This design comes from an exercise in tuning for small area, a short achievable clock period and few clock cycles per item on the open sky130 flow, not from production work.
RTL that was checked went through simulation tests only; none was proved equivalent to the original.

job 101:
==> flow/design.v (excerpt) <==
module aes256_line (
    input  wire         clk,
    input  wire         rst,         
    input  wire         in_valid,
    output wire         in_ready,
    input  wire [255:0] in_key,
    input  wire [127:0] in_data,
    output reg          out_valid,
    input  wire         out_ready,
    output wire [127:0] out_data
);
clock: 7.5 ns
lec_check: 0
abc_clock_period_in_ps: 3500
cap_margin: 20
core_margin: 2
core_utilization: 40
place_density: 0.6
setup_slack_margin: 3.9
slew_margin: 20
standard.sh (not shown) runs the stock make flow with config.mk's settings and CLKGATE_MAP_FILE= SYNTH_SCRIPT=/design/flow/synth_recipe.tcl, a recipe that flattens the netlist after the stock synthesis.
==> flow/flow/run.sh <==
#!/bin/bash
# Own flow: the standard layout (standard.sh), except that Yosys's ABC
# technology mapping uses flow/abc_area.script, an area-oriented script, in
# place of ORFS's speed script. Everything else in synthesis (register mapping,
# flattening, renaming) is the standard synthesis unchanged.
set -euo pipefail
W=$(pwd)
sed "s#^source \$::env(SCRIPTS_DIR)/synth.tcl#source $W/my_synth_core.tcl#" synth_recipe.tcl > my_synth.tcl
grep -q my_synth_core.tcl my_synth.tcl
sed 's#^  log_cmd abc {\*}\$abc_args#  set abc_args [lreplace $abc_args 1 1 $::env(MY_ABC_SCRIPT)]\n  log_cmd abc {*}$abc_args#' \
    "$FLOW_HOME/scripts/synth.tcl" > my_synth_core.tcl
grep -q MY_ABC_SCRIPT my_synth_core.tcl
sed -E "s#SYNTH_SCRIPT=[^ ]+#SYNTH_SCRIPT=$W/my_synth.tcl#" standard.sh > my_standard.sh
grep -q "SYNTH_SCRIPT=$W/my_synth.tcl" my_standard.sh
export MY_ABC_SCRIPT=$W/flow/abc_area.script
bash my_standard.sh > orfs_make.log 2>&1
==> flow/flow/abc_area.script <==
strash
&get -n
&fraig -x
&put
dc2
strash
&get -n
&dch -f
&nf
&put
Testbench counts of job 101, summed over its fixed seeds: cycles 5,416, blocks 384.
Here is what was changed in the inputs of job 102 compared with job 101.
==> flow/run.sh (new file) <==
#!/bin/bash
# synth_recipe.tcl (not shown) runs the flow's synth.tcl, then flattens the netlist and writes it again
# the make line also repeats each setting of config.mk as NAME=value (left out here)
make -C /OpenROAD-flow-scripts/flow DESIGN_CONFIG=/design/flow/config.mk WORK_HOME=/design/flow/orfs CLKGATE_MAP_FILE= SYNTH_SCRIPT=/design/flow/synth_recipe.tcl finish
removed: flow/flow/run.sh
removed: flow/flow/abc_area.script
removed: flow/standard.sh
--- outcome ---
Remaining antenna violation count after routing: job 102 vs job 101 identical
Comparing job 102 and job 101, simple-gate area share of the yosys netlist is higher on job 102.
Placed wire-length estimate after detailed placement in job 102 vs job 101: up about 8%
Compared with job 101, in job 102 cell area picked up an extra 1900 um2, count of plain and timing-repair buffers lower.
Taking job 102 as 1.0, job 101 lands at 1.10 on count of clock buffers in the final design.

========
## run A
The RTL this note starts from:
==> flow/design.v <==
module aes_sbox_q1 (
    input  wire [7:0]  a,
    output wire [11:0] m
);
    function [3:0] gf16_mul(input [3:0] p, input [3:0] q);
        reg [6:0] t;
        begin
            t = ({3'b0, p} & {7{q[0]}}) ^ ({2'b0, p, 1'b0} & {7{q[1]}}) ^
                ({1'b0, p, 2'b0} & {7{q[2]}}) ^ ({p, 3'b0} & {7{q[3]}});
            if (t[6]) t = t ^ 7'b1001100;
            if (t[5]) t = t ^ 7'b0100110;
            if (t[4]) t = t ^ 7'b0010011;
            gf16_mul = t[3:0];
        end
    endfunction
    wire [7:0] c;
    assign c[0] = a[0] ^ a[5] ^ a[7];
    assign c[1] = a[2];
    assign c[2] = a[2] ^ a[3] ^ a[4] ^ a[5] ^ a[6] ^ a[7];
    assign c[3] = a[3] ^ a[4];
    assign c[4] = a[4] ^ a[5] ^ a[6];
    assign c[5] = a[1] ^ a[4] ^ a[6] ^ a[7];
    assign c[6] = a[2] ^ a[3] ^ a[5] ^ a[7];
    assign c[7] = a[5] ^ a[7];
    wire [3:0] ah = c[7:4];
    wire [3:0] al = c[3:0];
    wire [3:0] d  = gf16_mul(gf16_mul(ah, ah), 4'd8) ^ gf16_mul(ah, al) ^ gf16_mul(al, al);
    assign m = {ah, ah ^ al, d};
endmodule
module aes_sbox_q2 (
    input  wire [11:0] m,
    output wire [7:0]  z
);
    function [3:0] gf16_mul(input [3:0] p, input [3:0] q);
        reg [6:0] t;
        begin
            t = ({3'b0, p} & {7{q[0]}}) ^ ({2'b0, p, 1'b0} & {7{q[1]}}) ^
                ({1'b0, p, 2'b0} & {7{q[2]}}) ^ ({p, 3'b0} & {7{q[3]}});
            if (t[6]) t = t ^ 7'b1001100;
            if (t[5]) t = t ^ 7'b0100110;
            if (t[4]) t = t ^ 7'b0010011;
            gf16_mul = t[3:0];
        end
    endfunction
    function [3:0] gf16_inv(input [3:0] p);
        begin
            gf16_inv[0] = p[0] ^ p[1] ^ p[2] ^ (p[0] & p[2]) ^ (p[1] & p[2]) ^
                          (p[0] & p[1] & p[2]) ^ p[3] ^ (p[1] & p[2] & p[3]);
            gf16_inv[1] = (p[0] & p[1]) ^ (p[0] & p[2]) ^ (p[1] & p[2]) ^ p[3] ^
                          (p[1] & p[3]) ^ (p[0] & p[1] & p[3]);
            gf16_inv[2] = (p[0] & p[1]) ^ p[2] ^ (p[0] & p[2]) ^ p[3] ^
                          (p[0] & p[3]) ^ (p[0] & p[2] & p[3]);
            gf16_inv[3] = p[1] ^ p[2] ^ p[3] ^ (p[0] & p[3]) ^ (p[1] & p[3]) ^
                          (p[2] & p[3]) ^ (p[1] & p[2] & p[3]);
        end
    endfunction
    wire [3:0] di = gf16_inv(m[3:0]);
    assign z = {gf16_mul(m[11:8], di), gf16_mul(m[7:4], di)};
endmodule
module aes_sbox_q3 (
    input  wire [7:0] z,
    output wire [7:0] y
);
    assign y[0] = z[0] ^ z[2] ^ z[6] ^ 1'b1;
    assign y[1] = z[0] ^ z[1] ^ z[2] ^ z[3] ^ z[4] ^ z[5] ^ 1'b1;
    assign y[2] = z[0] ^ z[3] ^ z[5] ^ z[6];
    assign y[3] = z[0] ^ z[2] ^ z[5];
    assign y[4] = z[0] ^ z[1] ^ z[3] ^ z[4] ^ z[5];
    assign y[5] = z[1] ^ z[2] ^ z[3] ^ z[5] ^ z[6] ^ z[7] ^ 1'b1;
    assign y[6] = z[4] ^ z[6] ^ z[7] ^ 1'b1;
    assign y[7] = z[1] ^ z[2];
endmodule
module aes256_line (
    input  wire         clk,
    input  wire         rst,         
    input  wire         in_valid,
    output wire         in_ready,
    input  wire [255:0] in_key,
    input  wire [127:0] in_data,
    output reg          out_valid,
    input  wire         out_ready,
    output wire [127:0] out_data
);
    reg         a_valid, b_valid, c_valid;
    reg         a_park,  b_park,  c_park;    
    reg [1:0]   a_tag,   b_tag,   c_tag;     
    reg [3:0]   a_round, b_round, c_round;   
    reg [255:0] a_kwin,  b_kwin,  c_kwin;    
    reg [127:0] a_state;     
    reg [191:0] b_m;         
    reg [47:0]  b_km;        
    reg [127:0] c_z;         
    reg [31:0]  c_kz;        
    reg [1:0]   head;        
    reg [1:0]   tail;        
    reg [127:0] out_reg;
    assign out_data = out_reg;
    wire finish   = !c_park && (c_round == 4'd14);
    wire done     = c_valid && (finish || c_park);
    wire oldest   = (c_tag == head);
    wire out_free = !out_valid || out_ready;
    wire c_go     = done && oldest && out_free;
    reg  in_ready_r;
    assign in_ready = in_ready_r;
    wire load     = in_valid && in_ready;
    wire [1:0] head_next      = c_go ? head + 2'd1 : head;
    wire       out_valid_next = c_go || (out_valid && !out_ready);
    genvar g;
    wire [127:0] ark = a_state ^ a_kwin[255:128];
    wire [31:0]  kw  = a_kwin[31:0];
    wire [191:0] m1;
    wire [47:0]  km1;
    generate
        for (g = 0; g < 16; g = g + 1) begin : g_q1
            aes_sbox_q1 u_q1 (.a(ark[127-8*g -: 8]), .m(m1[191-12*g -: 12]));
        end
        for (g = 0; g < 4; g = g + 1) begin : g_kq1
            aes_sbox_q1 u_q1 (.a(kw[31-8*g -: 8]), .m(km1[47-12*g -: 12]));
        end
    endgenerate
    wire [127:0] z2;
    wire [31:0]  kz2;
    generate
        for (g = 0; g < 16; g = g + 1) begin : g_q2
            aes_sbox_q2 u_q2 (.m(b_m[191-12*g -: 12]), .z(z2[127-8*g -: 8]));
        end
        for (g = 0; g < 4; g = g + 1) begin : g_kq2
            aes_sbox_q2 u_q2 (.m(b_km[47-12*g -: 12]), .z(kz2[31-8*g -: 8]));
        end
    endgenerate
    wire [127:0] sub_bytes;
    wire [31:0]  sub_word;   
    generate
        for (g = 0; g < 16; g = g + 1) begin : g_q3
            aes_sbox_q3 u_q3 (.z(c_z[127-8*g -: 8]), .y(sub_bytes[127-8*g -: 8]));
        end
        for (g = 0; g < 4; g = g + 1) begin : g_kq3
            aes_sbox_q3 u_q3 (.z(c_kz[31-8*g -: 8]), .y(sub_word[31-8*g -: 8]));
        end
    endgenerate
    wire [127:0] shift_rows;
    generate
        for (g = 0; g < 16; g = g + 1) begin : g_sr
            localparam integer R = g % 4;
            localparam integer C = g / 4;
            localparam integer SRC = 4 * ((C + R) % 4) + R;
            assign shift_rows[127-8*g -: 8] = sub_bytes[127-8*SRC -: 8];
        end
    endgenerate
    function [7:0] xtime(input [7:0] b);
        xtime = {b[6:0], 1'b0} ^ (b[7] ? 8'h1b : 8'h00);
    endfunction
    function [31:0] mix_column(input [31:0] col);
        reg [7:0] a0, a1, a2, a3;
        begin
            a0 = col[31:24]; a1 = col[23:16]; a2 = col[15:8]; a3 = col[7:0];
            mix_column[31:24] = xtime(a0) ^ xtime(a1) ^ a1 ^ a2 ^ a3;
            mix_column[23:16] = a0 ^ xtime(a1) ^ xtime(a2) ^ a2 ^ a3;
            mix_column[15:8]  = a0 ^ a1 ^ xtime(a2) ^ xtime(a3) ^ a3;
            mix_column[7:0]   = xtime(a0) ^ a0 ^ a1 ^ a2 ^ xtime(a3);
        end
    endfunction
    wire [127:0] mix_columns = {mix_column(shift_rows[127:96]), mix_column(shift_rows[95:64]),
                                mix_column(shift_rows[63:32]),  mix_column(shift_rows[31:0])};
    wire [127:0] round_out = mix_columns;
    wire [127:0] final_out = shift_rows ^ c_kwin[127:0];     
    reg [7:0] rcon;
    always @(*) begin
        case (c_round[3:1])
            3'd0: rcon = 8'h01;
            3'd1: rcon = 8'h02;
            3'd2: rcon = 8'h04;
            3'd3: rcon = 8'h08;
            3'd4: rcon = 8'h10;
            3'd5: rcon = 8'h20;
            default: rcon = 8'h40;
        endcase
    end
    wire [31:0] temp = c_round[0] ? {sub_word[23:16] ^ rcon, sub_word[15:0], sub_word[31:24]}
                                  : sub_word;
    wire [31:0] p0 = c_kwin[255:224];
    wire [31:0] p1 = p0 ^ c_kwin[223:192];
    wire [31:0] p2 = p1 ^ c_kwin[191:160];
    wire [31:0] p3 = p2 ^ c_kwin[159:128];
    wire [127:0] next_words = {p0 ^ temp, p1 ^ temp, p2 ^ temp, p3 ^ temp};
    always @(posedge clk) begin
        if (rst) begin
            a_valid   <= 1'b0;
            b_valid   <= 1'b0;
            c_valid   <= 1'b0;
            out_valid <= 1'b0;
            head      <= 2'd0;
            tail      <= 2'd0;
            in_ready_r <= 1'b1;
        end else begin
            in_ready_r <= !load && (!b_valid || ((b_park || b_round == 4'd14) &&
                                                 b_tag == head_next && !out_valid_next));
            b_valid <= a_valid;
            c_valid <= b_valid;
            a_valid <= load || (c_valid && !c_go);
            if (load)
                tail <= tail + 2'd1;
            head      <= head_next;
            out_valid <= out_valid_next;
        end
    end
    always @(posedge clk) begin
        b_park  <= a_park;
        b_tag   <= a_tag;
        b_round <= a_round;
        b_kwin  <= a_kwin;
        b_m     <= m1;
        b_km    <= km1;
        c_park  <= b_park;
        c_tag   <= b_tag;
        c_round <= b_round;
        c_kwin  <= b_kwin;
        c_z     <= z2;
        c_kz    <= kz2;
        if (in_ready_r) begin
            a_park  <= 1'b0;
            a_tag   <= tail;
            a_round <= 4'd1;
            a_state <= in_data;      
            a_kwin  <= in_key;
        end else begin
            a_park  <= c_park || finish;
            a_tag   <= c_tag;
            a_round <= c_round + 4'd1;
            a_state <= round_out;
            a_kwin  <= {c_kwin[127:0], c_park ? c_kwin[127:0] : finish ? final_out : next_words};
        end
        if (c_go)
            out_reg <= c_park ? c_kwin[127:0] : final_out;
    end
endmodule
==> flow/config.mk <==
export PLATFORM = sky130hd
export DESIGN_NAME = aes256_line
export DESIGN_NICKNAME = aes256_line
export VERILOG_FILES = /design/flow/design.v
export SDC_FILE = /design/flow/constraint.sdc
export NUM_CORES = 4
export LEC_CHECK = 0
export ABC_CLOCK_PERIOD_IN_PS = 2800
export CAP_MARGIN = 20
export CORE_MARGIN = 2
export CORE_UTILIZATION = 45
export CTS_CLUSTER_DIAMETER = 120
export CTS_CLUSTER_SIZE = 26
export PLACE_DENSITY = 0.7
export SETUP_SLACK_MARGIN = 4.7
export SLEW_MARGIN = 20
==> flow/constraint.sdc <==
create_clock -name core_clock -period 7.5 [get_ports {clk}]
set_input_delay 1.5000 -clock core_clock [delete_from_list [all_inputs] [get_ports {clk}]]
set_output_delay 1.5000 -clock core_clock [all_outputs]
set_load 0.01 [all_outputs]
==> flow/flow/run.sh <==
#!/bin/bash
# Own flow: the standard layout (standard.sh) with two changes:
#  - Yosys's ABC technology mapping uses flow/abc_area.script, an area-oriented
#    script, in place of ORFS's speed script; everything else in synthesis
#    (register mapping, flattening, renaming) is the standard synthesis;
#  - the port buffers that placement inserts on every input and output are
#    buf_2 cells rather than the delay cell buffer_ports picks by default.
# The make output goes to orfs_make.log; ORFS keeps each tool's log in orfs/logs.
set -euo pipefail
W=$(pwd)
sed "s#^source \$::env(SCRIPTS_DIR)/synth.tcl#source $W/my_synth_core.tcl#" synth_recipe.tcl > my_synth.tcl
grep -q my_synth_core.tcl my_synth.tcl
sed 's#^  log_cmd abc {\*}\$abc_args#  set abc_args [lreplace $abc_args 1 1 $::env(MY_ABC_SCRIPT)]\n  log_cmd abc {*}$abc_args#' \
    "$FLOW_HOME/scripts/synth.tcl" > my_synth_core.tcl
grep -q MY_ABC_SCRIPT my_synth_core.tcl
sed -E "s#SYNTH_SCRIPT=[^ ]+#SYNTH_SCRIPT=$W/my_synth.tcl BUFFER_PORTS_ARGS='-buffer_cell sky130_fd_sc_hd__buf_2'#" standard.sh > my_standard.sh
grep -q "SYNTH_SCRIPT=$W/my_synth.tcl" my_standard.sh
export MY_ABC_SCRIPT=$W/flow/abc_area.script
bash my_standard.sh > orfs_make.log 2>&1
==> flow/flow/abc_area.script <==
strash
&get -n
&fraig -x
&put
dc2
strash
&get -n
&dch -f
&nf -R 1000
&put
diff inputs: run A => run B
Settings: swapping 4.7 for 4.65 in SETUP_SLACK_MARGIN; swapping 45 for 50 in CORE_UTILIZATION; swapping 0.7 for 0.75 in PLACE_DENSITY.
--- outcome ---
Maximum clock skew at final layout: run A vs run B, no meaningful difference. Lower worst hold slack goes to run A over run B. Fmax of run B is on par with run A. Status: weighted congestion reported at the end of routability-driven placement parity (run B, run A).
Modified inputs, run C compared to run B
Settings: a change of SETUP_SLACK_MARGIN from 4.65 to 4.7; an added CTS_BUF_LIST of sky130_fd_sc_hd__clkbuf_4 sky130_fd_sc_hd__clkbuf_8 sky130_fd_sc_hd__clkbuf_16; a change of CORE_UTILIZATION from 50 to 45; a change of PLACE_DENSITY from 0.75 to 0.7.
[summary]
Total length of routed wires in run C is 3.2% above run B.
out_data[74] as the last element of the critical path was reported by run B, and out_data[42] by run C.
Changes observed in run C relative to run B: area occupied by registers roughly the same, minimum clock period was more or less identical.
--- input diff run C..run D ---
Settings: CTS_BUF_LIST: sky130_fd_sc_hd__clkbuf_4 sky130_fd_sc_hd__clkbuf_8 sky130_fd_sc_hd__clkbuf_16 -> unset; SETUP_SLACK_MARGIN: 4.7 -> 4.6.
Notes after the runs:
- Summary of run D over run C: area of all placed cells without fillers down 1.7%; register fraction of the total cell area up 0.59 points; setup-violating endpoint count in the final report flat; net count reported at finish down 0.55%; buffer share of cell area down 0.44 points.
No functional check of the RTL was part of any run of this note.

## port drivers added, routing unchanged
Ports are ideal in the flow. The routed layouts listed here were re-timed in OpenROAD. Step 1 sets driving cells, clkbuf_16 on the clock port and buf_2 on the other inputs (assumed; they add their load-dependent delay and slew). Step 2 adds t to the input delays and takes it off the output delays; t is the mean of the earliest and latest rising clock arrival at the registers after step 1. Input paths then give back, and output paths get back, about the clock's delay inside the block. a / b / c = ideal / step 1 / step 2; a / b = the first two.
run	shift t [ns]	setup WS [ns]	worst register clock-pin slew, ns
job 101	0.819	3.891 / 3.891 / 3.142	0.07 / 0.07
job 102	0.835	3.850 / 3.822 / 3.374	0.07 / 0.07
run A	0.778	4.542 / 4.465 / 4.265	0.12 / 0.12
run B	0.748	4.544 / 4.467 / 4.385	0.12 / 0.12
run C	0.773	4.543 / 4.468 / 4.182	0.11 / 0.11
run D	0.782	4.531 / 4.455 / 4.184	0.11 / 0.11
After both steps setup and hold are still met in every run listed. The setup slack of job 101, which loses most, moves by 0.000 ns with the drivers and by -0.749 ns with both steps.
